This is an optimization exercise on Yosys and OpenROAD, whose aim is small area, not a production implementation. RTL that was checked went through simulation tests only; none was proved equivalent to the original. Only the layout flow was run in runs 3 to 6; the RTL was not checked for function there. Power and IR drop assume default switching activity.

$ cat flow/config.mk
export PLATFORM = sky130hd
export DESIGN_NAME = mi_decim
export DESIGN_NICKNAME = mi_decim
export VERILOG_FILES = /design/flow/design.v
export SDC_FILE = /design/flow/constraint.sdc
export NUM_CORES = 4
export LEC_CHECK = 0
export ABC_CLOCK_PERIOD_IN_PS = 15000
export CAP_MARGIN = 20
export CORE_MARGIN = 2
export CORE_UTILIZATION = 40
export SLEW_MARGIN = 20
$ cat flow/constraint.sdc
create_clock -name core_clock -period 40.0 [get_ports {clk}]
set_input_delay 8.0000 -clock core_clock [delete_from_list [all_inputs] [get_ports {clk}]]
set_output_delay 8.0000 -clock core_clock [all_outputs]
set_load 0.01 [all_outputs]
$ cat flow/design.v
module mi_add #(
    parameter integer W = 8
) (
    input  wire [W-1:0] a,
    input  wire [W-1:0] b,
    input  wire         ci,
    output wire [W-1:0] s,
    output wire         co
);
    wire [W:0] c;
    assign c[0] = ci;
    genvar i;
    generate
        for (i = 0; i < W; i = i + 1) begin : bit_
            assign s[i]   = a[i] ^ b[i] ^ c[i];
            assign c[i+1] = (a[i] & b[i]) | (c[i] & (a[i] ^ b[i]));
        end
    endgenerate
    assign co = c[W];
endmodule
module mi_inc #(
    parameter integer W = 8
) (
    input  wire [W-1:0] a,
    input  wire         ci,
    output wire [W-1:0] s
);
    wire [W:0] c;
    assign c[0] = ci;
    genvar i;
    generate
        for (i = 0; i < W; i = i + 1) begin : bit_
            assign s[i]   = a[i] ^ c[i];
            assign c[i+1] = a[i] & c[i];
        end
    endgenerate
endmodule
module mi_dec #(
    parameter integer W = 8
) (
    input  wire [W-1:0] a,
    input  wire         bi,
    output wire [W-1:0] s
);
    wire [W:0] c;
    assign c[0] = bi;
    genvar i;
    generate
        for (i = 0; i < W; i = i + 1) begin : bit_
            assign s[i]   = a[i] ^ c[i];
            assign c[i+1] = ~a[i] & c[i];
        end
    endgenerate
endmodule
module mi_preset (
    input  wire        clk,
    input  wire [2:0]  c,         
    input  wire [1:0]  slot,
    input  wire [8:0]  k,         
    output wire [23:0] code       
);
    wire        quiet = (slot == 2'd3);
    reg  [9:0]  kc;
    reg  [6:0]  nno;              
    always @(*) begin
        case (slot)
            2'd0: begin kc = 10'd34;  nno = 7'h69; end
            2'd1: begin kc = 10'd85;  nno = 7'h47; end
            2'd2: begin kc = 10'd46;  nno = 7'h61; end
            default: begin kc = (k[8] | k[7]) ? 10'd336 : 10'd335; nno = 7'h79; end
        endcase
    end
    wire [9:0]  g;
    mi_add #(.W(10)) u_g (.a(kc), .b(~{1'b0, k}), .ci(1'b1), .s(g), .co());
    wire        neg = g[9];
    wire [8:0]  kn;               
    mi_dec #(.W(9)) u_kn (.a(k), .bi(neg), .s(kn));
    wire [5:0]  r0  = quiet ? {4'd0, kn[8:7]} : kn[7:2];
    wire [24:0] dv  = quiet ? {kn[6:0], {13{neg}}, g[9:5]}
                            : {kn[1:0], {15{neg}}, g[7:0]};
    reg  [4:0]  d;
    always @(*) begin
        case (c)
            3'd0: d = dv[24:20];
            3'd1: d = dv[19:15];
            3'd2: d = dv[14:10];
            3'd3: d = dv[9:5];
            default: d = dv[4:0];
        endcase
    end
    reg  [5:0]  r_q;
    reg  [18:0] q_q;
    wire [5:0]  r [0:5];
    wire [4:0]  q;
    assign r[0] = (c == 3'd0) ? r0 : r_q;
    genvar i;
    generate
        for (i = 0; i < 5; i = i + 1) begin : step
            wire [6:0] x = {r[i], d[4-i]};
            wire [6:0] t;
            mi_add #(.W(7)) u_t (.a(x), .b(nno), .ci(1'b0), .s(t), .co(q[4-i]));
            assign r[i+1] = q[4-i] ? t[5:0] : x[5:0];
        end
    endgenerate
    always @(posedge clk) begin
        r_q <= r[5];
        q_q <= {q_q[13:0], q};
    end
    assign code = {~q_q[18], q_q[17:0], q};
endmodule
module mi_decim (
    input  wire        clk,
    input  wire        rst,
    input  wire        en,
    input  wire        align,
    input  wire        invert,
    input  wire        mod_tick,
    input  wire        mod_dat,
    input  wire [4:0]  guard_count,
    input  wire        guard_hi_en,
    input  wire        guard_lo_en,
    input  wire [23:0] guard_hi,
    input  wire [23:0] guard_lo,
    input  wire        ovr_clr,
    output reg         swift_valid,
    output wire [31:0] swift_word,
    output reg         control_valid,
    output wire [31:0] control_word,
    output reg         quiet_valid,
    output wire [31:0] quiet_word,
    output reg         record_valid,
    output wire [31:0] record_word,
    output reg         stat_ovr,
    output reg         ovr_sticky,
    output reg         guard_hi_live,
    output reg         guard_lo_live
);
    reg          en_q;
    wire         restart = en & (align | ~en_q);
    wire         tick = en & ~restart & mod_tick;
    wire         b = mod_dat ^ invert;
    wire         off = rst | ~en;
    wire         clr = rst | restart;
    reg  [2:0]   a;           
    reg  [2:0]   m5;          
    reg  [1:0]   m4;          
    reg  [1:0]   blk;         
    wire [2:0]   a_n;
    wire [1:0]   m4_n, blk_n;
    wire         a7 = (a == 3'd7);
    wire         m5_4 = (m5 == 3'd4);
    mi_inc #(.W(3)) u_a (.a(a), .ci(1'b1), .s(a_n));
    mi_inc #(.W(2)) u_m4 (.a(m4), .ci(1'b1), .s(m4_n));
    mi_inc #(.W(2)) u_blk (.a(blk), .ci(~(blk[1] & blk[0])), .s(blk_n));
    always @(posedge clk) begin
        if (clr) begin
            a   <= 3'd0;
            m5  <= 3'd0;
            m4  <= 2'd0;
            blk <= 2'd0;
        end else if (tick) begin
            a <= a_n;
            if (a7) begin
                m5 <= m5_4 ? 3'd0 : {m5[1] & m5[0], m5[1] ^ m5[0], ~m5[0]};
                if (m5_4) begin
                    m4 <= m4_n;
                    if (m4 == 2'd3) blk <= blk_n;
                end
            end
        end
    end
    reg  [8:0]   ones;
    wire [8:0]   ones_t;
    mi_inc #(.W(9)) u_ones (.a(ones), .ci(b & tick), .s(ones_t));
    always @(posedge clk) ones <= ones_t;
    reg  [5:0]   sw0, sw1, sw2;        
    reg  [6:0]   ct0, ct1, ct2;        
    reg  [8:0]   qt0, qt1, qt2;        
    reg  [5:0]   rc0, rc1;             
    wire         par = m5[0] ^ m4[0];  
    always @(posedge clk) begin
        if (tick && a == 3'd1 && !par) begin
            sw2 <= sw1; sw1 <= sw0; sw0 <= ones_t[5:0];
        end
        if (tick && a == 3'd5 && m5 == 3'd0) begin
            ct2 <= ct1; ct1 <= ct0; ct0 <= ones_t[6:0];
        end
        if (tick && a7 && m5 == 3'd3 && m4 == 2'd0) begin
            qt2 <= qt1; qt1 <= qt0; qt0 <= ones_t;
        end
        if (tick && a == 3'd1 && m5 == 3'd2) begin
            rc1 <= rc0; rc0 <= ones_t[5:0];
        end
    end
    reg          prev_dat;
    reg  [5:0]   run;         
    reg  [8:0]   since;       
    wire         run63 = &run;
    wire         same = (run != 6'd0) && (mod_dat == prev_dat);
    wire         stuck = same && run63;
    wire [5:0]   run_n;
    wire [8:0]   since_n;
    mi_inc #(.W(6)) u_run (.a(run), .ci(~run63), .s(run_n));
    mi_inc #(.W(9)) u_since (.a(since), .ci(~&since[8:6]), .s(since_n));
    always @(posedge clk) begin
        if (rst) begin
            en_q       <= 1'b0;
            ovr_sticky <= 1'b0;
        end else begin
            en_q <= en;
            if (tick && stuck)
                ovr_sticky <= 1'b1;
            else if (ovr_clr)
                ovr_sticky <= 1'b0;
        end
        if (off | restart)
            stat_ovr <= 1'b0;
        else if (tick)
            stat_ovr <= stuck;
        if (clr) begin
            run        <= 6'd0;
            since[8:6] <= 3'b111;
        end else if (tick) begin
            prev_dat <= mod_dat;
            run      <= same ? run_n : 6'd1;
            since    <= stuck ? 9'd0 : since_n;
        end
    end
    wire         ovr46, ovr114, ovr62, ovr448;
    mi_add #(.W(9)) u_o46  (.a(since), .b(~9'd46),  .ci(1'b1), .s(), .co(ovr46_n));
    mi_add #(.W(9)) u_o114 (.a(since), .b(~9'd114), .ci(1'b1), .s(), .co(ovr114_n));
    mi_add #(.W(9)) u_o62  (.a(since), .b(~9'd62),  .ci(1'b1), .s(), .co(ovr62_n));
    wire         ovr46_n, ovr114_n, ovr62_n;
    assign ovr46  = ~ovr46_n;
    assign ovr114 = ~ovr114_n;
    assign ovr62  = ~ovr62_n;
    assign ovr448 = ~&since[8:6];
    reg  [2:0]   c;           
    reg  [1:0]   slot;
    wire [1:0]   slot_n;
    wire         c4 = (c == 3'd4);
    mi_inc #(.W(2)) u_slot (.a(slot), .ci(1'b1), .s(slot_n));
    always @(posedge clk) begin
        if (off) begin
            c    <= 3'd0;
            slot <= 2'd0;
        end else if (tick || c != 3'd0 || slot != 2'd0) begin
            c <= c4 ? 3'd0 : {c[1] & c[0], c[1] ^ c[0], ~c[0]};
            if (c4) slot <= slot_n;
        end
    end
    reg  [8:0]   snap;
    reg  [8:0]   kmask;
    always @(*) begin
        case (slot)
            2'd0: begin snap = {3'd0, sw2}; kmask = 9'h03F; end
            2'd1: begin snap = {2'd0, ct2}; kmask = 9'h07F; end
            2'd2: begin snap = {3'd0, rc1}; kmask = 9'h03F; end
            default: begin snap = qt2;      kmask = 9'h1FF; end
        endcase
    end
    wire [8:0]   kd;
    mi_add #(.W(9)) u_k (.a(ones_t), .b(~snap), .ci(1'b1), .s(kd), .co());
    wire [8:0]   k = kd & kmask;
    wire [23:0]  code;
    mi_preset u_scale (.clk(clk), .c(c), .slot(slot), .k(k), .code(code));
    wire         at40 = (a == 3'd0) && (m5 == 3'd0);
    wire         ld_swift   = c4 && slot == 2'd0 && a == 3'd0 && !par;
    wire         ld_control = c4 && slot == 2'd1 && at40;
    wire         ld_record  = c4 && slot == 2'd2 && at40;
    wire         ld_quiet   = c4 && slot == 2'd3 && at40 && m4 == 2'd0;
    wire         blk0 = (blk == 2'd0);
    reg  [4:0]   sw_seq, ct_seq, rc_seq, qt_seq;
    reg          sw_set, ct_set, rc_set, qt_set;
    reg          sw_ovr, ct_ovr, rc_ovr, qt_ovr;
    reg  [23:0]  sw_code, ct_code, rc_code, qt_code;
    wire [4:0]   sw_seq_n, ct_seq_n, rc_seq_n, qt_seq_n;
    mi_inc #(.W(5)) u_sws (.a(sw_seq), .ci(1'b1), .s(sw_seq_n));
    mi_inc #(.W(5)) u_cts (.a(ct_seq), .ci(1'b1), .s(ct_seq_n));
    mi_inc #(.W(5)) u_rcs (.a(rc_seq), .ci(1'b1), .s(rc_seq_n));
    mi_inc #(.W(5)) u_qts (.a(qt_seq), .ci(1'b1), .s(qt_seq_n));
    assign swift_word   = {sw_seq, sw_set, 1'b0, sw_ovr, sw_code};
    assign control_word = {ct_seq, ct_set, 1'b0, ct_ovr, ct_code};
    assign record_word  = {rc_seq, rc_set, 1'b0, rc_ovr, rc_code};
    assign quiet_word   = {qt_seq, qt_set, 1'b0, qt_ovr, qt_code};
    always @(posedge clk) begin
        swift_valid   <= ld_swift;
        control_valid <= ld_control;
        record_valid  <= ld_record;
        quiet_valid   <= ld_quiet;
        if (off) begin
            {sw_seq, sw_set, sw_ovr} <= 7'b0000010;
            {ct_seq, ct_set, ct_ovr} <= 7'b0000010;
            {rc_seq, rc_set, rc_ovr} <= 7'b0000010;
            {qt_seq, qt_set, qt_ovr} <= 7'b0000010;
        end else begin
            if (ld_swift)
                {sw_seq, sw_set, sw_ovr} <= {sw_seq_n, blk0 && m4 == 2'd0, ovr46};
            if (ld_control)
                {ct_seq, ct_set, ct_ovr} <= {ct_seq_n, blk0 && m4 != 2'd3, ovr114};
            if (ld_record)
                {rc_seq, rc_set, rc_ovr} <= {rc_seq_n, blk0 && !m4[1], ovr62};
            if (ld_quiet)
                {qt_seq, qt_set, qt_ovr} <= {qt_seq_n, blk != 2'd3, ovr448};
        end
        if (ld_swift)   sw_code <= code;
        if (ld_control) ct_code <= code;
        if (ld_record)  rc_code <= code;
        if (ld_quiet)   qt_code <= code;
    end
    wire         g_settling = sw_set;
    wire         ge_hi, ge_lo;        
    mi_add #(.W(24)) u_ghi (.a({~guard_hi[23], guard_hi[22:0]}), .b(~{~sw_code[23], sw_code[22:0]}),
                            .ci(1'b1), .s(), .co(ge_hi));
    mi_add #(.W(24)) u_glo (.a({~sw_code[23], sw_code[22:0]}), .b(~{~guard_lo[23], guard_lo[22:0]}),
                            .ci(1'b1), .s(), .co(ge_lo));
    wire         g_above = ~ge_hi;
    wire         g_below = ~ge_lo;
    wire         gc_big = guard_count[4] & |guard_count[3:0];
    wire [4:0]   g_n = gc_big ? 5'd16 : guard_count;
    reg  [4:0]   cnt_hi, cnt_lo;
    wire [4:0]   cnt_hi_i, cnt_lo_i;
    mi_inc #(.W(5)) u_chi (.a(cnt_hi), .ci(~cnt_hi[4]), .s(cnt_hi_i));
    mi_inc #(.W(5)) u_clo (.a(cnt_lo), .ci(~cnt_lo[4]), .s(cnt_lo_i));
    wire         up_hi = guard_hi_en & g_above;
    wire         up_lo = guard_lo_en & g_below;
    wire [4:0]   cnt_hi_n = up_hi ? cnt_hi_i : 5'd0;
    wire [4:0]   cnt_lo_n = up_lo ? cnt_lo_i : 5'd0;
    wire         hit_hi, hit_lo;      
    mi_add #(.W(5)) u_hhi (.a(cnt_hi_i), .b(~g_n), .ci(1'b1), .s(), .co(hit_hi));
    mi_add #(.W(5)) u_hlo (.a(cnt_lo_i), .b(~g_n), .ci(1'b1), .s(), .co(hit_lo));
    always @(posedge clk) begin
        if (off) begin
            cnt_hi        <= 5'd0;
            cnt_lo        <= 5'd0;
            guard_hi_live <= 1'b0;
            guard_lo_live <= 1'b0;
        end else if (swift_valid) begin
            if (g_settling || g_n == 5'd0) begin
                cnt_hi <= 5'd0;
                cnt_lo <= 5'd0;
            end else begin
                cnt_hi <= cnt_hi_n;
                cnt_lo <= cnt_lo_n;
                if (up_hi && hit_hi)
                    guard_hi_live <= 1'b1;
                if (up_lo && hit_lo)
                    guard_lo_live <= 1'b1;
            end
            if (!g_settling && !g_above && !g_below) begin
                guard_hi_live <= 1'b0;
                guard_lo_live <= 1'b0;
            end
        end
    end
endmodule
$ cat flow/flow/run.sh
#!/bin/bash
# The standard layout, with each port buffered by a buf_1 rather than the
# resizer's default buffer choice. make's output goes to standard.log; the
# tools' own logs stay under orfs/logs.
set -euo pipefail
bash standard.sh "BUFFER_PORTS_ARGS=-buffer_cell sky130_fd_sc_hd__buf_1" finish > standard.log 2>&1
$ cat flow/standard.sh
#!/bin/bash
# synth_recipe.tcl (not shown) runs the flow's synth.tcl, then flattens the netlist and writes it again
# the make line also repeats each setting of config.mk as NAME=value (left out here)
make -C /OpenROAD-flow-scripts/flow DESIGN_CONFIG=/design/flow/config.mk WORK_HOME=/design/flow/orfs CLKGATE_MAP_FILE= SYNTH_SCRIPT=/design/flow/synth_recipe.tcl "${@:-finish}"
==> summary.txt, run 1 <==
* Outcome: complete, no violations
* M1 GR Usage at 0.198
* Gate Count Post-Synth at 1040
* FP Rows at 66
* Syn avg cell area at 12.7 sq um
* R2R cell count at 90
* Synth cell types at 67
* Detailed-router iteration count before antenna repair at 5
* R2r startpoint: en_q
* Crit end category: flop
* Final period util at 0.726
* Number of global-route vias before repair at 8013
* Minimum clock period at 29.05 ns
* Worst-path clk slew at 0.06 ns
* Die Height at 186 microns
* Most used cell, CP: fa_1
* F_max at 0.0344 GHz
* Final hold vios at 0
* Synthesized flop and latch total at 286
* CP peak stage delay at 0.47 ns
* Proportion of layout cells with a drive suffix above 1 at 0.0619
* Routed wire length at 28000 microns
* Unrepaired setup endpoints after global routing: false
* R2R setup slack at 18.09 ns
* Core ar. at 32500 sq um
* Hold WC Path Type: flop to flop
* M3 GR Usage at 0.0239
* Worst EP required at 40.43 ns
* Max IR drop VDD at 0.137 mV
* Relative slew slack at 0.358
* Placed Instances at 1649
* Crit-path slowest cell: fa_1
* Mapped Area at 13200 sq um
* Arr. time, crit path at 29.48 ns
* Worst path bufs/invs at 18
* Setup Viol. Count Final at 0
* Synth Flop Type: edfxtp_1
* Largest net degree at the start of global routing at 39
* Leak at 5.93 nW
* Reg-to-Reg End: u_scale.r_q[1]
* Global-route wire length before repair at 42400 microns
* Asr flop ratio synth at 0
* I/O Buffers at 194
* Max-cap violations at 0
* CTS H-tree lvls at 1
* Hold_ws at 0.393 ns
* Critical path launch point type: input pin
* Cts hold-fix bufs at 0
* Setup tns final at 0 ns
* Final Power at 1.31 mW
* GR met2 Demand/Resource at 0.282
* Diodes inserted at 0
* Area growth from synthesis to layout at 16.4%
* Synth Warn # at 2
* Remaining antenna violation count at 0
* Synth top area share at 0.411
* Ports at 199
* CTS buffer count at 29
* Wire length per cell at 16.5 microns
* # nets final at 1464
* Setup Buffers After CTS at 0
* CTS tree: built
* Max clock buf depth at 3
* Crit path capture: u_scale.r_q[1]
* CP Max Fanout at 16
* Vias after detailed routing at 8259
* Worst Setup Path Type: input pin to flop
* Post-DP HPWL at 20800 microns
* DRC Markers at 0
* Synth area leaders: edfxtp_1 (41%), dfxtp_1 (16%), ha_1 (12%)
* Post-CTS sizing at 0
* Pwr Density at 84.8 nW/um^2
* RePlAce Congestion at 0.805
* Root Driver: clkbuf_16
* Total grt overflow at 0
* Initial Utilization at 0.407
* Post-synth EDFFs at 181
* DR vias/cell at 4.85
* Initial antenna violation count at 0
* Fin. max-slew vios at 0
* Sink Count at 286
* Die W at 186 microns
* CP top delay family: adder cells
* Layer with the highest usage: met2
* Sequential area share after synthesis at 0.569
* Layout Skew at 0.0199 ns
* Critical path depth at 91
* GRT Total Usage at 0.158
* Fin cells at 1702
* Clock Latency Late Sink at 0.56 ns
* Cell taking the most area after synthesis: edfxtp_1
* Worst slew pin tran at 0.939 ns
* Worst Setup SP: align
* Drt initial violations at 422
* Die area at 34600 sq um
## through the flow
stage | worst slack [ns] | instance area [sq um] | util
floorplan | 12.15 | 13200 | -
global placement | 10.94 | 14400 | 0.443
detailed placement | 10.34 | 14400 | 0.443
CTS | 10.88 | 15400 | 0.474
global route | 9.67 | 15400 | 0.474
finish | 10.95 | 15400 | 0.474
## placed cells by master, fill, tap and decap left out, drive strengths merged, types with 10 or more instances in the layout
cell type / count
edfxtp: 181
mux2i: 24
xnor2: 15
dfxtp: 105
a21oi: 55
nand2b: 13
inv: 107
o21a: 10
nand2: 76
a21o: 13
o21ai: 35
clkbuf: 35
nor2: 53
ha: 124
nor2b: 12
fa: 39
buf: 202
nand3: 20
## worst register-to-register path, delay by kind of cell, from the launching register on
family / cells / cell delay, ns
compound gates: 5 / 0.79
xor+xnor: 6 / 1.07
flops: 1 / 0.35
simple gates: 7 / 1.87
buf+inv: 17 / 1.10
fa+ha+maj: 51 / 15.54
mux: 4 / 1.03
## worst min-delay path by stage
| stage | from | to | slack, ns | cells past startpoint |
|---|---|---|---|---|
| floorplan | u_scale.q_q[5] | u_scale.q_q[10] | 0.37 | 0 |
| global placement | u_scale.q_q[13] | u_scale.q_q[18] | 0.40 | 0 |
| detailed placement | u_scale.q_q[13] | u_scale.q_q[18] | 0.39 | 0 |
| CTS | u_scale.q_q[13] | u_scale.q_q[18] | 0.40 | 0 |
| global route | qt1[2] | qt2[2] | 0.41 | 0 |
| finish | u_scale.q_q[13] | u_scale.q_q[18] | 0.39 | 0 |
## state kept, by name (all words and copies together) (netlist names), 7 cells and up
register and flops:
ct_code 24, qt_code 24, rc_code 24, sw_code 24, u_scale.q_q 19, ones 9, qt0 9, qt1 9
qt2 9, since 9, ct0 7, ct1 7, ct2 7
## where the power goes
part | internal (mW) | switching (mW)
sequential | 0.377 | 0.0109
clock | 0.167 | 0.114
combinational | 0.288 | 0.349
## cells in the mapped netlist, drive strengths merged (2+ instances only)
master   number
a221o         2
a222oi        6
dfxtp       105
and2          9
o31ai         4
inv         105
o221ai        2
ha          124
a21o         13
a2111oi       5
a22oi         7
a21oi        55
clkbuf       21
fa           39
a31oi         2
o211a         2
nor3b         6
nor4b         2
o2111ai       4
nor2         53
and3          6
nand4         3
xnor2        15
nor2b        12
edfxtp      181
nor4          5
nand3b        2
o211ai        4
or2           3
nor3          6
buf          17
o21a         10
nand2b       13
mux2          9
mux2i        24
o21ai        35
xor2          9
nand2        76
a211oi        4
nand3        20
or3           2
## kinds of logic after synthesis
group / synth area share
flops: 0.569
other cells: 0.000283
compound gates: 0.0807
buf+inv: 0.0459
simple gates: 0.0826
fa+ha+maj: 0.176
mux: 0.0273
xor+xnor: 0.0176
## final cells by class
class	instances	area, sq um
tap	442	553
multi-input combinational	614	5130
fill	2935	17100
clock buffer	35	748
inverter	105	397
clock inverter	18	253
timing repair buffer	202	788
sequential	286	7540
## metal layers
| layer | wire length [microns] | vias up |
|---|---|---|
| met5 | 0 | - |
| met4 | 601 | 0 |
| met3 | 1700 | 39 |
| met2 | 13600 | 218 |
| met1 | 12200 | 3929 |
| li1 | - | 4073 |
==> run 2: changes to the inputs <==
==> flow/flow/run.sh (replaced) <==
#!/bin/bash
set -euo pipefail
bash standard.sh "BUFFER_PORTS_ARGS=-buffer_cell sky130_fd_sc_hd__buf_1" \
  "CTS_ARGS=-sink_clustering_enable -repair_clock_nets -dont_use_dummy_load -buf_list sky130_fd_sc_hd__clkbuf_4" \
  finish > standard.log 2>&1
==> summary.txt, run 2 <==
* Outcome: complete, no violations
* Setup ws final at 10.99 ns
* Setup Viol. Count Final at 0
* Most used cell, CP: fa_1
* Max-cap violations at 0
* Layout Skew at 0.0652 ns
* Setup tns final at 0 ns
* Die area at 34600 sq um
* Routed wire length at 28200 microns
* # nets final at 1509
* Gate Count Post-Synth at 1040
* Count leader, synth: edfxtp_1
* Number of global-route vias before repair at 8346
* Synth Warn # at 2
* Area growth from synthesis to layout at 13.0%
* Clock Latency Late Sink at 0.65 ns
* Vias after detailed routing at 8484
* CP Max Fanout at 16
* Pre-CTS WS at 10.34 ns
* Crit end category: flop
* Synth Flop Type: edfxtp_1
* CTS tree: built
* Max clock buf depth at 3
* Initial antenna violation count at 1
* Setup Buffers After CTS at 0
* Sequential area share after synthesis at 0.569
* CTS H-tree lvls at 3
* Final period util at 0.725
* Worst path bufs/invs at 18
* DRC Markers at 0
* Final hold vios at 0
* Crit-path slowest cell: fa_1
* Total grt overflow at 0
* CP top delay family: adder cells
* Max IR drop VDD at 0.137 mV
* Relative slew slack at 0.359
* Post-DP HPWL at 20800 microns
* Synth cell types at 67
* CTS buffer count at 74
* RePlAce Congestion at 0.805
* Worst-path clk slew at 0.06 ns
* Global-route wire length before repair at 42800 microns
* Initial Utilization at 0.407
* Cell taking the most area after synthesis: edfxtp_1
* Worst EP required at 40.53 ns
* Synthesized flop and latch total at 286
* Remaining antenna violation count at 0
* Mapped Area at 13200 sq um
* Hold WC Path Type: flop to flop
* Arr. time, crit path at 29.54 ns
* Post-CTS sizing at 0
* Pwr Density at 80.8 nW/um^2
* DR vias/cell at 4.92
* Post-synth EDFFs at 181
* Worst slew pin tran at 0.938 ns
* Die W at 186 microns
* Commonest non-fill, non-tap cell in the layout: buf_1
* Cts hold-fix bufs at 0
* Synth area leaders: edfxtp_1 (41%), dfxtp_1 (16%), ha_1 (12%)
* Worst Setup Path Type: input pin to flop
* R2R setup slack at 18.05 ns
* Die Height at 186 microns
* Fillcell total at 3019
* Leak at 5.79 nW
* Root Driver: clkbuf_4
* Core ar. at 32500 sq um
* Syn avg cell area at 12.7 sq um
* Largest net degree at the start of global routing at 39
* Proportion of layout cells with a drive suffix above 1 at 0.0827
* Asr flop ratio synth at 0
* Most frequent cells in the layout: buf_1 (194), edfxtp_1 (181), ha_1 (124), dfxtp_1 (105), inv_1 (104)
* Detailed-router iteration count before antenna repair at 5
* Synth top area share at 0.411
* F_max at 0.0345 GHz
* Drt initial violations at 383
* Unrepaired setup endpoints after global routing: false
* CP peak stage delay at 0.48 ns
* Fin. max-slew vios at 0
* Wire length per cell at 16.4 microns
* FP Rows at 66
* Synth cell count leaders: edfxtp_1 (181), ha_1 (124), dfxtp_1 (105), inv_1 (104), nand2_1 (76)
* GRT Total Usage at 0.161
* Minimum clock period at 29.01 ns
* I/O Buffers at 194
* Sink Count at 286
* Critical path launch point type: input pin
* Ports at 199
==> run 2: cell counts after synthesis <==
No cell type changed its count.
==> run 2: kinds of logic after synthesis <==
group,after synthesis,share of synthesized area
AO/OA/AOI/OAI,164,0.0807
XOR/XNOR,25,0.0176
adder cells (fa/ha/maj),163,0.176
buffers and inverters,143,0.0459
flip-flops,286,0.569
multiplexers,33,0.0273
other,1,0.000283
AND/OR/NAND/NOR,225,0.0826
==> run 2: report_power, final <==
| part | internal, mW | switching (mW) | leakage [nW] | total [mW] |
|---|---|---|---|---|
| clock | 0.0840 | 0.0971 | 0.340 | 0.181 |
| sequential | 0.378 | 0.0109 | 2.47 | 0.389 |
| combinational | 0.289 | 0.350 | 2.98 | 0.639 |
| total | 0.750 | 0.458 | 5.79 | 1.21 |
==> run 2: path summary, 6_finish.rpt <==
path / startpoint / to / depth (start not counted)
min: u_scale.q_q[13] / u_scale.q_q[18] / 0
max: align / u_scale.r_q[1] / 91
min reg2reg: u_scale.q_q[13] / u_scale.q_q[18] / 0
max reg2reg: en_q / u_scale.r_q[1] / 90
==> run 2: layout make-up <==
type,count,area [sq um],share of cell area
tap,442,553,0.0370
timing repair buffer,202,788,0.0527
multi-input combinational,614,5130,0.343
antenna,1,2.50,0.000167
clock buffer,74,556,0.0371
sequential,286,7540,0.504
inverter,105,397,0.0265
==> run 2: metrics by stage <==
stage	hold slack [ns]	total power [mW]	area, sq um	util	cells
after floorplan	0.365	0.942	13200	-	1043
after global placement	0.398	1.02	14400	0.443	1649
after detailed placement	0.394	1.04	14400	0.443	1649
after CTS	0.369	1.23	15000	0.460	1723
after global routing	0.386	1.33	15000	0.460	1724
final	0.370	1.21	15000	0.460	1724
==> run 2: metal layers <==
layer / GRT usage / up-vias / wire length [microns]
met4: 0.0576 / 0 / 546
met3: 0.0434 / 38 / 1900
met2: 0.281 / 250 / 13800
met1: 0.191 / 4037 / 12000
li1: - / 4159 / -
met5: 0 / - / 0
==> run 2: worst register-to-register path, delay by kind of cell, from the launching register on <==
| family | cells | cell delay [ns] |
|---|---|---|
| flip-flops | 1 | 0.35 |
| multiplexers | 4 | 1.04 |
| AND/OR/NAND/NOR | 7 | 1.89 |
| buffers and inverters | 17 | 1.10 |
| AO/OA/AOI/OAI | 5 | 0.81 |
| adder cells (fa/ha/maj) | 51 | 15.59 |
| XOR/XNOR | 6 | 1.06 |
==> run 3: changes to the inputs <==
--- a/flow/design.v
+++ b/flow/design.v
@@ -13,7 +13,7 @@
     generate
         for (i = 0; i < W; i = i + 1) begin : bit_
             assign s[i]   = a[i] ^ b[i] ^ c[i];
-            assign c[i+1] = (a[i] & b[i]) | (c[i] & (a[i] ^ b[i]));
+            assign c[i+1] = (a[i] & b[i]) | (c[i] & (a[i] | b[i]));
         end
     endgenerate
     assign co = c[W];
==> flow/flow/run.sh (replaced) <==
#!/bin/bash
set -euo pipefail
bash standard.sh "BUFFER_PORTS_ARGS=-buffer_cell sky130_fd_sc_hd__buf_1" \
  "CTS_ARGS=-sink_clustering_enable -repair_clock_nets -dont_use_dummy_load -buf_list sky130_fd_sc_hd__clkbuf_8 -sink_clustering_size 16 -sink_clustering_max_diameter 60" \
  finish > standard.log 2>&1
==> summary.txt, run 3 <==
* Critical path launch point type: input pin
* Sequential cell area at 7540 sq um
* CTS H-tree lvls at 1
* Die W at 184 microns
* Crit-path slowest cell: a211oi_4
* Synth Flop Type: edfxtp_1
* Crit end category: flop
* Synthesized flop and latch total at 286
* Wire length on met2 at 14200 microns
* Worst EP required at 40.41 ns
* Initial antenna violation count at 0
* Ports at 199
* Routed met3 length at 1870 microns
* Remaining antenna violation count at 0
* Most used cell, CP: fa_1
* Cts hold-fix bufs at 0
* Count leader, synth: edfxtp_1
* Detailed-router iteration count before antenna repair at 5
* Post-synth EDFFs at 181
* R2R setup slack at 17.84 ns
* Total grt overflow at 0
* Asr flop ratio synth at 0
* Synth cell types at 76
* CP Max Fanout at 16
* Hold path endpoint: qt1[4]
* Synth Warn # at 2
* Clock Latency Late Sink at 0.59 ns
* Number of global-route vias before repair at 8157
* Cell taking the most area after synthesis: edfxtp_1
* # nets final at 1400
* Final Power at 1.31 mW
* Outcome: complete, no violations
* Leak at 5.29 nW
* Wire length per cell at 17.3 microns
* Global-route wire length before repair at 43900 microns
* R2r startpoint: slot[1]
* Arr. time, crit path at 29.64 ns
* Proportion of layout cells with a drive suffix above 1 at 0.0571
* Most frequent cells in the layout: buf_1 (194), edfxtp_1 (181), dfxtp_1 (105), inv_1 (89), nand2_1 (74)
* Worst-path clk slew at 0.09 ns
* Root Driver: clkbuf_8
* Syn avg cell area at 12.6 sq um
* Die area at 34000 sq um
* WHS Path Cells at 0
* Max Used Layer: met4
* Max IR drop VDD at 0.164 mV
* Vias after detailed routing at 8359
* Worst Setup SP: align
* Min-delay src: qt0[4]
* Area of the multi-input gates at 4960 sq um
* GRT Total Usage at 0.166
* Setup ws final at 10.78 ns
* Fillcell total at 2968
* FP Rows at 66
* Routed wire length at 28900 microns
* Die Height at 184 microns
* Hold WC Path Type: flop to flop
* Pre-CTS WS at 10.38 ns
* Sink Count at 286
* Max-cap violations at 0
* CTS buffer count at 26
* I/O Buffers at 194
* Setup Viol. Count Final at 0
* Unrepaired setup endpoints after global routing: false
* Sequential area share after synthesis at 0.580
* Final hold vios at 0
* Largest net degree at the start of global routing at 43
* Pwr Density at 89.7 nW/um^2
* Met1 WL at 12200 microns
* RePlAce Congestion at 0.869
* Mapped Area at 13000 sq um
* Minimum clock period at 29.22 ns
* Synth area leaders: edfxtp_1 (42%), dfxtp_1 (16%), ha_1 (7.0%)
* Area growth from synthesis to layout at 12.0%
* Synth cell count leaders: edfxtp_1 (181), dfxtp_1 (105), inv_1 (89), nand2_1 (74), ha_1 (73)
* Worst Setup Path Type: input pin to flop
* Relative slew slack at 0.341
* Fin. max-slew vios at 0
* CP peak stage delay at 0.50 ns
* Reg-to-Reg End: u_scale.r_q[1]
* Synth top area share at 0.418
* Setup tns final at 0 ns
* Initial Utilization at 0.403
* Drt initial violations at 564
* Gate Count Post-Synth at 1030
* CTS tree: built
* DRC Markers at 0
* DR vias/cell at 5.01
* Worst slew pin tran at 0.988 ns
* Commonest non-fill, non-tap cell in the layout: buf_1
* Diodes inserted at 0
* Final period util at 0.731
* R2R cell count at 89
* Post-CTS sizing at 0
* F_max at 0.0342 GHz
* Core ar. at 32300 sq um
* Post-DP HPWL at 21100 microns
* Setup Buffers After CTS at 0
* Layout Skew at 0.0922 ns
* Max clock buf depth at 3
-- run 3: changes by cell type after synthesis, sizes merged, moves of 9 or more --
cell,before,now
a21o,13,3
inv,105,92
maj3,0,19
o21ai,35,26
nor2b,12,26
ha,124,73
-- run 3: layer usage --
| metal | vias up | global-route usage |
|---|---|---|
| met1 | 4010 | 0.203 |
| met5 | - | 0 |
| met2 | 262 | 0.298 |
| met4 | 0 | 0.0480 |
| met3 | 40 | 0.0310 |
| li1 | 4047 | - |
-- run 3: how the worst max path moves through the flow --
stage | endpoint | depth (start not counted) | slack [ns]
detailed placement | u_scale.r_q[1] | 91 | 10.38
CTS | u_scale.r_q[1] | 91 | 10.87
global route | u_scale.r_q[1] | 91 | 9.59
floorplan | u_scale.r_q[1] | 89 | 12.18
global placement | u_scale.r_q[3] | 91 | 11.03
finish | u_scale.r_q[1] | 91 | 10.78
-- run 3: per-stage QoR --
step / utilization / hold slack (ns) / cell area [sq um] / cells
floorplan: - / 0.365 / 13000 / 1033
global placement: 0.440 / 0.381 / 14200 / 1641
detailed placement: 0.440 / 0.386 / 14200 / 1642
CTS: 0.451 / 0.372 / 14600 / 1668
global route: 0.451 / 0.370 / 14600 / 1668
finish: 0.451 / 0.371 / 14600 / 1668
-- run 3: power by group --
| group | internal, mW | switching [mW] |
|---|---|---|
| clock network | 0.0577 | 0.0887 |
| logic | 0.360 | 0.412 |
| registers | 0.377 | 0.0106 |
-- run 3: cells by family (layout without fill, tap and decap cells) --
logic type | count (synthesis) | after routing | share of synthesized area
flip-flops | 286 | 286 | 0.580
AND/OR/NAND/NOR | 257 | 257 | 0.0968
AO/OA/AOI/OAI | 170 | 170 | 0.0965
buffers and inverters | 130 | 323 | 0.0427
adder cells (fa/ha/maj) | 128 | 128 | 0.140
XOR/XNOR | 29 | 29 | 0.0195
multiplexers | 29 | 29 | 0.0241
other | 1 | 4 | 0.000288
-- run 3: critical path: cells and delay by family --
kind | cells | cell delay (ns)
AO/OA/AOI/OAI | 9 | 2.41
XOR/XNOR | 5 | 0.86
buffers and inverters | 17 | 1.31
adder cells (fa/ha/maj) | 49 | 14.72
multiplexers | 2 | 0.59
AND/OR/NAND/NOR | 9 | 1.78
-- run 3: area by class of cell --
class                      count  share of cell area
sequential                   286               0.518
timing repair buffer         203              0.0546
tap                          442              0.0380
clock buffer                  26              0.0246
inverter                      94              0.0247
multi-input combinational    617               0.340
==> run 4: changes to the inputs <==
==> flow/flow/run.sh (replaced) <==
#!/bin/bash
set -euo pipefail
bash standard.sh "BUFFER_PORTS_ARGS=-buffer_cell sky130_fd_sc_hd__buf_1" \
  "CTS_ARGS=-sink_clustering_enable -repair_clock_nets -dont_use_dummy_load -buf_list sky130_fd_sc_hd__clkbuf_16 -sink_clustering_size 30 -sink_clustering_max_diameter 80" \
  finish > standard.log 2>&1
==> summary.txt, run 4 <==
* CTS H-tree lvls at 1
* FP Rows at 66
* Leak at 5.28 nW
* Final core utilization at 0.452
* Crit end category: flop
* Largest net degree at the start of global routing at 43
* Final hold vios at 0
* CTS buffer count at 15
* Asr flop ratio synth at 0
* Hold_ws at 0.400 ns
* Hold WC Path Type: flop to flop
* Sequential area share after synthesis at 0.580
* Synthesized flop and latch total at 286
* Synth cell count leaders: edfxtp_1 (181), dfxtp_1 (105), inv_1 (89), nand2_1 (74), ha_1 (73)
* Min-delay src: qt1[7]
* DR vias/cell at 5.03
* CTS tree: built
* Worst-path clk slew at 0.06 ns
* Ports at 199
* CP Max Fanout at 16
* Max IR drop VDD at 0.164 mV
* Syn avg cell area at 12.6 sq um
* Root Driver: clkbuf_16
* Core ar. at 32300 sq um
* CP peak stage delay at 0.50 ns
* Worst Setup SP: align
* Cts hold-fix bufs at 0
* Synth cell types at 76
* Area post-placement at 14200 sq um
* Unrepaired setup endpoints after global routing: false
* Max clock buf depth at 3
* F_max at 0.0343 GHz
* Global-route wire length before repair at 43500 microns
* Minimum clock period at 29.19 ns
* Synth top area share at 0.418
* Pwr Density at 90.1 nW/um^2
* DRC Markers at 0
* Cell taking the most area after synthesis: edfxtp_1
* Remaining antenna violation count at 0
* Worst Setup Path Type: input pin to flop
* Synth Warn # at 2
* Total grt overflow at 0
* Setup Buffers After CTS at 0
* Die Height at 184 microns
* Post-DP HPWL at 21100 microns
* Worst EP required at 40.36 ns
* Final Power at 1.31 mW
* Diodes inserted at 0
* Sink Count at 286
* Clock Latency Late Sink at 0.51 ns
* Post-route cell area at 14600 sq um
* Crit-path slowest cell: a211oi_4
* Die area at 34000 sq um
* RePlAce Congestion at 0.869
* Outcome: complete, no violations
* Pre-CTS WS at 10.38 ns
* Fin. max-slew vios at 0
* Most used cell, CP: fa_1
* Placed Instances at 1642
* Post-synth EDFFs at 181
* Detailed-router iteration count before antenna repair at 5
* Critical path launch point type: input pin
* Proportion of layout cells with a drive suffix above 1 at 0.0486
* Setup tns final at 0 ns
* Drt initial violations at 562
* GRT Total Usage at 0.164
* Routed wire length at 28500 microns
* Max-cap violations at 0
* Post-CTS sizing at 0
* Most frequent cells in the layout: buf_1 (194), edfxtp_1 (181), dfxtp_1 (105), inv_1 (89), nand2_1 (74)
* Setup Viol. Count Final at 0
* Synth area leaders: edfxtp_1 (42%), dfxtp_1 (16%), ha_1 (7.0%)
* # nets final at 1389
* Mapped Area at 13000 sq um
* Setup ws final at 10.81 ns
* Synth Flop Type: edfxtp_1
* R2r startpoint: slot[1]
* Layout Skew at 0.0584 ns
* I/O Buffers at 194
* Gate Count Post-Synth at 1030
* Initial Utilization at 0.403
* Die W at 184 microns
* Area growth from synthesis to layout at 12.1%
* Worst slew pin tran at 0.985 ns
* Vias after detailed routing at 8342
* Wire length per cell at 17.2 microns
* Number of global-route vias before repair at 8078
* Arr. time, crit path at 29.55 ns
* Count leader, synth: edfxtp_1
* Final period util at 0.730
* Initial antenna violation count at 0
* Fin cells at 1657
* Relative slew slack at 0.343
* Commonest non-fill, non-tap cell in the layout: buf_1
-- run 4: cell count changes in the layout (fill, tap and decap cells not counted), sizes merged --
cell    before  now
clkbuf      26   15
-- run 4: layout make-up --
type                       instances  area, sq um
sequential                       286         7540
fill                            2953        17700
timing repair buffer             203          796
clock buffer                      15          375
tap                              442          553
inverter                          94          360
multi-input combinational        617         4960
-- run 4: cells by family after synthesis --
logic type	synth area share
AOI/OAI and AO/OA	0.0965
xor gates and xnor gates	0.0195
adders and majority gates	0.140
buffers and inverters	0.0427
DFF	0.580
muxes	0.0241
other	0.000288
and+or+nand+nor	0.0968
-- run 4: layer usage --
metal,share of wire,global-route usage,vias to the layer above
met1,0.42,0.202,4025
met4,0.020,0.0419,0
met2,0.49,0.296,256
met5,0,0,-
met3,0.064,0.0316,35
li1,-,-,4026
-- run 4: worst paths after layout --
kind | endpoint | slack [ns] | cells past startpoint
hold reg to reg | qt2[7] | 0.40 | 0
setup / recovery | u_scale.r_q[1] | 10.81 | 91
hold / removal | qt2[7] | 0.40 | 0
setup reg to reg | u_scale.r_q[1] | 17.94 | 89
-- run 4: report_power, final --
part	leakage [nW]	internal (mW)	switching, mW
combinational	2.63	0.360	0.413
clock	0.185	0.0675	0.0863
sequential	2.47	0.377	0.0105
-- run 4: worst max-delay path, delay by kind of cell --
| family | cells | cell delay, ns |
|---|---|---|
| AO/OA/AOI/OAI | 9 | 2.39 |
| XOR/XNOR | 5 | 0.86 |
| adder cells (fa/ha/maj) | 49 | 14.64 |
| buffers and inverters | 17 | 1.29 |
| multiplexers | 2 | 0.59 |
| AND/OR/NAND/NOR | 9 | 1.75 |
==> run 5: changes to the inputs <==
==> flow/flow/run.sh (replaced) <==
#!/bin/bash
set -euo pipefail
bash standard.sh "BUFFER_PORTS_ARGS=-buffer_cell sky130_fd_sc_hd__buf_1" \
  "CTS_ARGS=-sink_clustering_enable -repair_clock_nets -dont_use_dummy_load -buf_list sky130_fd_sc_hd__clkbuf_4 -sink_clustering_size 10 -sink_clustering_max_diameter 40" \
  finish > standard.log 2>&1
==> summary.txt, run 5 <==
* Outcome: complete, no violations
* CTS H-tree lvls at 2
* Vias after detailed routing at 8485
* Cts hold-fix bufs at 0
* FP Rows at 66
* CTS tree: built
* Asr flop ratio synth at 0
* Root Driver: clkbuf_4
* Routed wire length at 28900 microns
* Initial Utilization at 0.403
* Synthesized flop and latch total at 286
* CP Max Fanout at 16
* Final period util at 0.727
* Worst-path clk slew at 0.10 ns
* Die Height at 184 microns
* Worst Setup SP: align
* Global-route wire length before repair at 44100 microns
* Setup Viol. Count Final at 0
* Synth Warn # at 2
* Crit end category: flop
* Post-CTS sizing at 0
* Pwr Density at 89.4 nW/um^2
* Max-cap violations at 0
* Area of the multi-input gates at 4960 sq um
* RePlAce Congestion at 0.869
* Clock Latency Late Sink at 0.66 ns
* CP peak stage delay at 0.49 ns
* Proportion of layout cells with a drive suffix above 1 at 0.0692
* Synth Flop Type: edfxtp_1
* Layout Skew at 0.115 ns
* Die W at 184 microns
* Fillcell total at 2988
* F_max at 0.0344 GHz
* Crit-path slowest cell: a211oi_4
* Core ar. at 32300 sq um
* Hold_ws at 0.355 ns
* Final hold vios at 0
* Number of global-route vias before repair at 8299
* Commonest non-fill, non-tap cell in the layout: buf_1
* Min-delay src: sw0[2]
* Unrepaired setup endpoints after global routing: false
* Die area at 34000 sq um
* Worst slew pin tran at 0.986 ns
* Minimum clock period at 29.06 ns
* Setup Buffers After CTS at 0
* Synth cell count leaders: edfxtp_1 (181), dfxtp_1 (105), inv_1 (89), nand2_1 (74), ha_1 (73)
* Max clock buf depth at 3
* Wire length per cell at 17.2 microns
* R2R cell count at 90
* I/O Buffers at 194
* R2R setup slack at 17.98 ns
* Setup tns final at 0 ns
* Total grt overflow at 0
* DR vias/cell at 5.04
* Sequential area share after synthesis at 0.580
* Syn avg cell area at 12.6 sq um
* Detailed-router iteration count before antenna repair at 5
* Post-synth EDFFs at 181
* Arr. time, crit path at 29.59 ns
* R2r startpoint: en_q
* Setup ws final at 10.94 ns
* Relative slew slack at 0.342
* Most frequent cells in the layout: buf_1 (194), edfxtp_1 (181), dfxtp_1 (105), inv_1 (89), nand2_1 (74)
* Initial antenna violation count at 1
* Count leader, synth: edfxtp_1
* Remaining antenna violation count at 0
* Max IR drop VDD at 0.165 mV
* Worst Setup Path Type: input pin to flop
* Leak at 5.29 nW
* Critical path launch point type: input pin
* Synth top area share at 0.418
* Synth area leaders: edfxtp_1 (42%), dfxtp_1 (16%), ha_1 (7.0%)
* Gate Count Post-Synth at 1030
* Sequential cell area at 7540 sq um
* Hold WC Path Type: flop to flop
* Mapped Area at 13000 sq um
* DRC Markers at 0
* Ports at 199
* Drt initial violations at 502
* Most used cell, CP: fa_1
* CTS buffer count at 42
* Cell taking the most area after synthesis: edfxtp_1
* Sink Count at 286
* Crit path capture: u_scale.r_q[1]
* Pre-CTS WS at 10.38 ns
* Reg-to-Reg End: u_scale.r_q[1]
* GRT Total Usage at 0.168
* WHS Path Cells at 0
* Fin. max-slew vios at 0
* Area growth from synthesis to layout at 11.7%
* Synth cell types at 76
* Worst EP required at 40.52 ns
* # nets final at 1416
* Largest net degree at the start of global routing at 43
* Final core utilization at 0.450
* Post-DP HPWL at 21100 microns
==> run 5: changes by cell type in the layout (fill, tap and decap cells not counted) <==
cell / change
clkbuf_4: +42
diode_2: +1
clkbuf_16: -15
==> run 5: worst min-delay path by stage <==
stage,end,slack [ns]
after detailed placement,u_scale.q_q[6],0.39
after global placement,u_scale.q_q[13],0.38
after global routing,sw1[2],0.34
final,sw1[2],0.35
after floorplan,u_scale.q_q[10],0.37
after CTS,sw1[2],0.35
==> run 5: kinds of logic (layout without fill, tap and decap cells) <==
| family | Yosys count | in the layout | share of synthesized area |
|---|---|---|---|
| buf+inv | 130 | 339 | 0.0427 |
| fa+ha+maj | 128 | 128 | 0.140 |
| xor+xnor | 29 | 29 | 0.0195 |
| simple gates | 257 | 257 | 0.0968 |
| compound gates | 170 | 170 | 0.0965 |
| flops | 286 | 286 | 0.580 |
| mux | 29 | 29 | 0.0241 |
| other cells | 1 | 5 | 0.000288 |
==> run 5: final cells by class <==
cell class                      count  area share
Clock buffer                       42      0.0217
Multi-Input combinational cell    617       0.341
Tap cell                          442      0.0381
Sequential cell                   286       0.519
Timing Repair Buffer              203      0.0548
Antenna cell                        1    0.000172
Inverter                           94      0.0248
==> run 5: critical path: cells and delay by family <==
family,cells,cell delay [ns]
AND/OR/NAND/NOR,9,1.79
adder cells (fa/ha/maj),49,14.64
XOR/XNOR,5,0.86
buffers and inverters,17,1.29
AO/OA/AOI/OAI,9,2.40
multiplexers,2,0.59
==> run 5: per-stage QoR <==
stage | total power [mW] | cells | instance area, sq um
finish | 1.30 | 1685 | 14500
global route | 1.42 | 1685 | 14500
CTS | 1.31 | 1684 | 14500
detailed placement | 1.17 | 1642 | 14200
global placement | 1.16 | 1641 | 14200
floorplan | 1.01 | 1033 | 13000
==> run 5: layer usage <==
| metal | track usage | up-vias | share of wire |
|---|---|---|---|
| met5 | 0 | - | 0 |
| met4 | 0.0547 | 0 | 0.027 |
| met3 | 0.0397 | 56 | 0.069 |
| met2 | 0.295 | 287 | 0.49 |
| met1 | 0.202 | 4046 | 0.42 |
| li1 | - | 4096 | - |
==> run 5: report_power, final <==
group	internal, mW	switching [mW]	total (mW)
sequential	0.377	0.0104	0.387
clock	0.0482	0.0898	0.138
combinational	0.360	0.413	0.773
==> run 6: changes to the inputs <==
==> flow/flow/run.sh (replaced) <==
#!/bin/bash
set -euo pipefail
bash standard.sh "BUFFER_PORTS_ARGS=-buffer_cell sky130_fd_sc_hd__buf_1" \
  "CTS_ARGS=-sink_clustering_enable -repair_clock_nets -dont_use_dummy_load -buf_list {sky130_fd_sc_hd__clkbuf_2 sky130_fd_sc_hd__clkbuf_4} -root_buf sky130_fd_sc_hd__clkbuf_8 -sink_clustering_size 10 -sink_clustering_max_diameter 40" \
  finish > standard.log 2>&1
==> summary.txt, run 6 <==
* Worst slew pin tran at 0.985 ns
* Pwr Density at 89.7 nW/um^2
* Final period util at 0.729
* Ports at 199
* Worst-path clk slew at 0.10 ns
* Sink Count at 286
* Core ar. at 32300 sq um
* CP Max Fanout at 16
* Arr. time, crit path at 29.59 ns
* WHS Path Cells at 0
* Clock Latency Late Sink at 0.54 ns
* Area of the multi-input gates at 4960 sq um
* Setup Viol. Count Final at 0
* Remaining antenna violation count at 0
* Mapped Area at 13000 sq um
* # nets final at 1416
* Layout Skew at 0.0890 ns
* Gate Count Post-Synth at 1030
* Max IR drop VDD at 0.165 mV
* Most used cell, CP: fa_1
* Fin cells at 1684
* Outcome: complete, no violations
* Post-CTS sizing at 0
* Die area at 34000 sq um
* Synth Warn # at 2
* Synth area leaders: edfxtp_1 (42%), dfxtp_1 (16%), ha_1 (7.0%)
* Minimum clock period at 29.17 ns
* Crit-path slowest cell: a211oi_4
* Synth Flop Type: edfxtp_1
* CTS H-tree lvls at 2
* Count leader, synth: edfxtp_1
* Drt initial violations at 495
* Vias after detailed routing at 8466
* Unrepaired setup endpoints after global routing: false
* I/O Buffers at 194
* Crit end category: flop
* Min-delay src: u_scale.q_q[7]
* Setup tns final at 0 ns
* Setup Buffers After CTS at 0
* Critical path launch point type: input pin
* Post-DP HPWL at 21100 microns
* Synth cell types at 76
* Synthesized flop and latch total at 286
* RePlAce Congestion at 0.869
* Sequential cell area at 7540 sq um
* R2r startpoint: en_q
* Most frequent cells in the layout: buf_1 (194), edfxtp_1 (181), dfxtp_1 (105), inv_1 (89), nand2_1 (74)
* CTS tree: built
* Largest net degree at the start of global routing at 43
* Die Height at 184 microns
* DRC Markers at 0
* DR vias/cell at 5.03
* CP peak stage delay at 0.50 ns
* Detailed-router iteration count before antenna repair at 5
* R2R setup slack at 17.96 ns
* CTS buffer count at 42
* Max-cap violations at 0
* Area growth from synthesis to layout at 11.9%
* Cell taking the most area after synthesis: edfxtp_1
* F_max at 0.0343 GHz
* Initial antenna violation count at 0
* GRT Total Usage at 0.168
* Synth cell count leaders: edfxtp_1 (181), dfxtp_1 (105), inv_1 (89), nand2_1 (74), ha_1 (73)
* Routed wire length at 28900 microns
* Worst Setup Path Type: input pin to flop
* FP Rows at 66
* Diodes inserted at 0
* R2R cell count at 90
* Cts hold-fix bufs at 0
* Fillcell total at 2986
* Placed Instances at 1642
* Proportion of layout cells with a drive suffix above 1 at 0.0692
* Relative slew slack at 0.344
* Total grt overflow at 0
* Sequential area share after synthesis at 0.580
* Worst EP required at 40.41 ns
* Number of global-route vias before repair at 8295
* Root Driver: clkbuf_8
* Initial Utilization at 0.403
* Commonest non-fill, non-tap cell in the layout: buf_1
* Post-synth EDFFs at 181
* Hold path endpoint: u_scale.q_q[12]
* Asr flop ratio synth at 0
* Wire length per cell at 17.1 microns
* Final hold vios at 0
* Synth top area share at 0.418
* Max clock buf depth at 3
* Syn avg cell area at 12.6 sq um
* Die W at 184 microns
* Fin. max-slew vios at 0
* Global-route wire length before repair at 44100 microns
* Hold WC Path Type: flop to flop
* Leak at 5.30 nW
* Reg-to-Reg End: u_scale.r_q[1]
run 6: layer usage:
layer / vias to the layer above / part of all wire / global-route usage
met3: 54 / 0.067 / 0.0399
met2: 282 / 0.49 / 0.295
li1: 4093 / - / -
met4: 0 / 0.026 / 0.0550
met5: - / 0 / 0
met1: 4037 / 0.42 / 0.203
run 6: worst max-delay path by stage:
stage	start	to	slack, ns	depth (start not counted)
global placement	align	u_scale.r_q[3]	11.03	91
floorplan	align	u_scale.r_q[1]	12.18	89
finish	align	u_scale.r_q[1]	10.83	91
global route	align	u_scale.r_q[1]	9.64	91
detailed placement	align	u_scale.r_q[1]	10.38	91
CTS	align	u_scale.r_q[1]	10.92	91
run 6: power breakdown:
group	internal, mW	switching [mW]	leakage (nW)
registers	0.377	0.0105	2.47
clock network	0.0542	0.0900	0.206
logic	0.360	0.414	2.63
run 6: layout make-up:
cell class,instances,share of cell area
Clock buffer,42,0.0238
Inverter,94,0.0248
Multi-Input combinational cell,617,0.341
Sequential cell,286,0.518
Tap cell,442,0.0380
Timing Repair Buffer,203,0.0547
run 6: cells by family after synthesis:
logic type / Yosys count / share of synthesized area
fa+ha+maj: 128 / 0.140
mux: 29 / 0.0241
simple gates: 257 / 0.0968
buf+inv: 130 / 0.0427
compound gates: 170 / 0.0965
xor+xnor: 29 / 0.0195
flops: 286 / 0.580
other cells: 1 / 0.000288
run 6: critical path, delay by kind of cell:
kind / cells / cell delay (ns)
AOI/OAI and AO/OA: 9 / 2.40
adders and majority gates: 49 / 14.66
buffers and inverters: 17 / 1.31
and+or+nand+nor: 9 / 1.79
xor gates and xnor gates: 5 / 0.86
muxes: 2 / 0.59
run 6: through the flow:
step	power, mW	hold slack (ns)	area, sq um	worst slack (ns)	util
finish	1.31	0.376	14600	10.83	0.451
CTS	1.32	0.373	14600	10.92	0.451
detailed placement	1.17	0.386	14200	10.38	0.440
global route	1.42	0.373	14600	9.64	0.451
floorplan	1.01	0.365	13000	12.18	-
global placement	1.16	0.381	14200	11.03	0.440
==> run 7: changes to the inputs <==
--- a/flow/design.v
+++ b/flow/design.v
@@ -13,7 +13,7 @@
     generate
         for (i = 0; i < W; i = i + 1) begin : bit_
             assign s[i]   = a[i] ^ b[i] ^ c[i];
-            assign c[i+1] = (a[i] & b[i]) | (c[i] & (a[i] | b[i]));
+            assign c[i+1] = (a[i] & b[i]) | (c[i] & (a[i] ^ b[i]));
         end
     endgenerate
     assign co = c[W];
==> flow/run.sh (new file) <==
#!/bin/bash
# synth_recipe.tcl (not shown) runs the flow's synth.tcl, then flattens the netlist and writes it again
# the make line also repeats each setting of config.mk as NAME=value (left out here)
make -C /OpenROAD-flow-scripts/flow DESIGN_CONFIG=/design/flow/config.mk WORK_HOME=/design/flow/orfs CLKGATE_MAP_FILE= SYNTH_SCRIPT=/design/flow/synth_recipe.tcl finish
removed: flow/flow/run.sh
removed: flow/standard.sh
==> summary.txt, run 7 <==
* Outcome: complete, no violations
* P_int at 845 uW
* Worst Setup Path Type: input pin to flop
* Clock Latency Late Sink at 0.54 ns
* Synthesized flop and latch total at 286
* FP Rows at 66
* Synth Flop Type: edfxtp_1
* Crit end category: flop
* CTS buffer count at 29
* Switching pwr at 475 uW
* Minimum clock period at 29.24 ns
* CP Max Fanout at 16
* Proportion of layout cells with a drive suffix above 1 at 0.0618
* Diodes inserted at 0
* Die W at 186 microns
* F_max at 0.0342 GHz
* Cts hold-fix bufs at 0
* Hold WC Path Type: flop to flop
* Most used cell, CP: fa_1
* Pwr Density at 79.4 nW/um^2
* # nets final at 1465
* CTS H-tree lvls at 1
* Root Driver: clkbuf_16
* Max clock buf depth at 3
* Switching Share at 0.360
* Leak at 6.45 nW
* Routed wire length at 29000 microns
* Relative slew slack at 0.375
* Worst EP required at 40.43 ns
* CP peak stage delay at 0.48 ns
* Synth area leaders: edfxtp_1 (41%), dfxtp_1 (16%), ha_1 (12%)
* Post-synth EDFFs at 181
* Cell taking the most area after synthesis: edfxtp_1
* I/O Buffers at 194
* Gate Count Post-Synth at 1040
* Setup Buffers After CTS at 0
* Setup Viol. Count Final at 0
* Synth cell types at 67
* Number of global-route vias before repair at 8262
* Sink Count at 286
* Arr. time, crit path at 29.68 ns
* Asr flop ratio synth at 0
* Setup tns final at 0 ns
* Max-cap violations at 0
* Clock group share of total power at 0.214
* Critical path launch point type: input pin
* Mapped Area at 13200 sq um
* Fin cells at 1704
* Pre-CTS WS at 10.23 ns
* Sequential area share after synthesis at 0.569
* Core ar. at 32500 sq um
* DR vias/cell at 4.86
* Vias after detailed routing at 8274
* Die area at 34600 sq um
* Ports at 199
* Setup ws final at 10.76 ns
* Syn avg cell area at 12.7 sq um
* Commonest non-fill, non-tap cell in the layout: clkdlybuf4s50_1
* Post-CTS sizing at 0
* Final hold vios at 0
* Most frequent cells in the layout: clkdlybuf4s50_1 (194), edfxtp_1 (181), ha_1 (124), dfxtp_1 (105), inv_1 (104)
* Worst slew pin tran at 0.937 ns
* Synth Warn # at 2
* Die Height at 186 microns
* RePlAce Congestion at 0.816
* Unrepaired setup endpoints after global routing: false
* CTS tree: built
* Drt initial violations at 494
* Count leader, synth: edfxtp_1
* Layout Skew at 0.00981 ns
* Post-DP HPWL at 21400 microns
* Synth top area share at 0.411
* Synth cell count leaders: edfxtp_1 (181), ha_1 (124), dfxtp_1 (105), inv_1 (104), nand2_1 (76)
* DRC Markers at 0
* Seq pwr share at 0.294
* Detailed-router iteration count before antenna repair at 5
* Fin. max-slew vios at 0
* Final period util at 0.731
* Total grt overflow at 0
* Area growth from synthesis to layout at 25.7%
* Largest net degree at the start of global routing at 42
* Wire length per cell at 17.0 microns
* Remaining antenna violation count at 0
* Crit-path slowest cell: fa_1
* Placed Instances at 1650
* Initial Utilization at 0.407
* GRT Total Usage at 0.166
* Initial antenna violation count at 0
* R2R setup slack at 18.25 ns
* Worst-path clk slew at 0.07 ns
* Combinational power share at 0.492
* Max IR drop VDD at 0.207 mV
* Global-route wire length before repair at 44800 microns
[run 7: logic make-up (layout without fill, tap and decap cells)]
logic type               count (synthesis)  after routing  synth area share
flip-flops                             286            286             0.569
AND/OR/NAND/NOR                        225            225            0.0826
AO/OA/AOI/OAI                          164            164            0.0807
adder cells (fa/ha/maj)                163            163             0.176
buffers and inverters                  143            362            0.0459
multiplexers                            33             33            0.0273
XOR/XNOR                                25             25            0.0176
other                                    1              4          0.000283
[run 7: critical path: cells and delay by family]
kind	cells	cell delay, ns
adder cells (fa/ha/maj)	51	15.63
buffers and inverters	19	1.72
AND/OR/NAND/NOR	7	1.39
XOR/XNOR	6	1.06
multiplexers	4	1.05
AO/OA/AOI/OAI	5	0.79
[run 7: layout make-up]
type | count | area (sq um)
Multi-Input combinational cell | 614 | 5130
Inverter | 105 | 397
Clock inverter | 15 | 209
Fill cell | 2874 | 15900
Clock buffer | 39 | 803
Sequential cell | 286 | 7540
Tap cell | 442 | 553
Timing Repair Buffer | 203 | 2010
[run 7: power by group through the flow]
stage | clock [mW] | sequential [mW] | combinational, mW
after global placement | 0 | 0.395 | 0.630
after floorplan | 0 | 0.389 | 0.554
after global routing | 0.302 | 0.390 | 0.742
after detailed placement | 0 | 0.395 | 0.654
final | 0.282 | 0.388 | 0.650
after CTS | 0.291 | 0.389 | 0.660
[run 7: final timing paths]
| path | to | start | cells past startpoint |
|---|---|---|---|
| worst max register to register | u_scale.r_q[1] | en_q | 91 |
| worst max-delay path | u_scale.r_q[1] | align | 92 |
| worst min-delay path | u_scale.q_q[15] | u_scale.q_q[10] | 0 |
| worst min register to register | u_scale.q_q[15] | u_scale.q_q[10] | 0 |
[run 7: metal layers]
metal,wire length (microns),global-route usage,vias to the layer above
li1,-,-,4073
met1,12700,0.212,3925
met2,13700,0.286,223
met3,1870,0.0323,53
met4,722,0.0463,0
met5,0,0,-
[run 7: through the flow]
stage	cell area (sq um)	total power, mW	hold WS, ns	utilization
after floorplan	13200	0.942	0.365	-
after global placement	15600	1.02	0.389	0.480
after detailed placement	15600	1.05	0.390	0.480
after CTS	16600	1.34	0.401	0.511
after global routing	16600	1.43	0.405	0.511
final	16600	1.32	0.397	0.511

-- re-timing with driven ports --
The results above use ideal ports. As a check the final layouts listed here were re-extracted and re-timed, cells and wires unchanged.
Step 1, drivers: a clkbuf_16 drives clk and a buf_2 each remaining input, both assumed.
Step 2 moves the port delays by t, midway between the first and last clock arrival at a register: inputs arrive t later, outputs are due t later. That takes back most of the time a late clock gives input paths.
a / b / c = no drivers / after step 1 / after step 2; a / b = the first two.
run	shift t [ns]	slack for setup (ns)	worst hold slack (ns)	latest minus earliest clock arrival (ns)
run 1	0.598	10.946 / 10.975 / 10.377	0.393 / 0.393 / 0.393	0.020 / 0.020
run 2	0.668	10.994 / 11.019 / 10.351	0.370 / 0.370 / 0.370	0.066 / 0.065
run 3	0.590	10.776 / 10.804 / 10.214	0.371 / 0.371 / 0.371	0.093 / 0.092
run 4	0.530	10.806 / 10.836 / 10.306	0.400 / 0.400 / 0.400	0.058 / 0.058
run 5	0.635	10.936 / 10.952 / 10.317	0.355 / 0.355 / 0.355	0.114 / 0.115
run 6	0.544	10.827 / 10.852 / 10.308	0.376 / 0.376 / 0.376	0.089 / 0.089
run 7	0.586	10.759 / 10.777 / 10.191	0.397 / 0.397 / 0.397	0.011 / 0.010
After both steps every run listed still meets setup and hold. The setup slack of run 2, which loses most, moves by +0.025 ns with the drivers and by -0.643 ns with both steps.
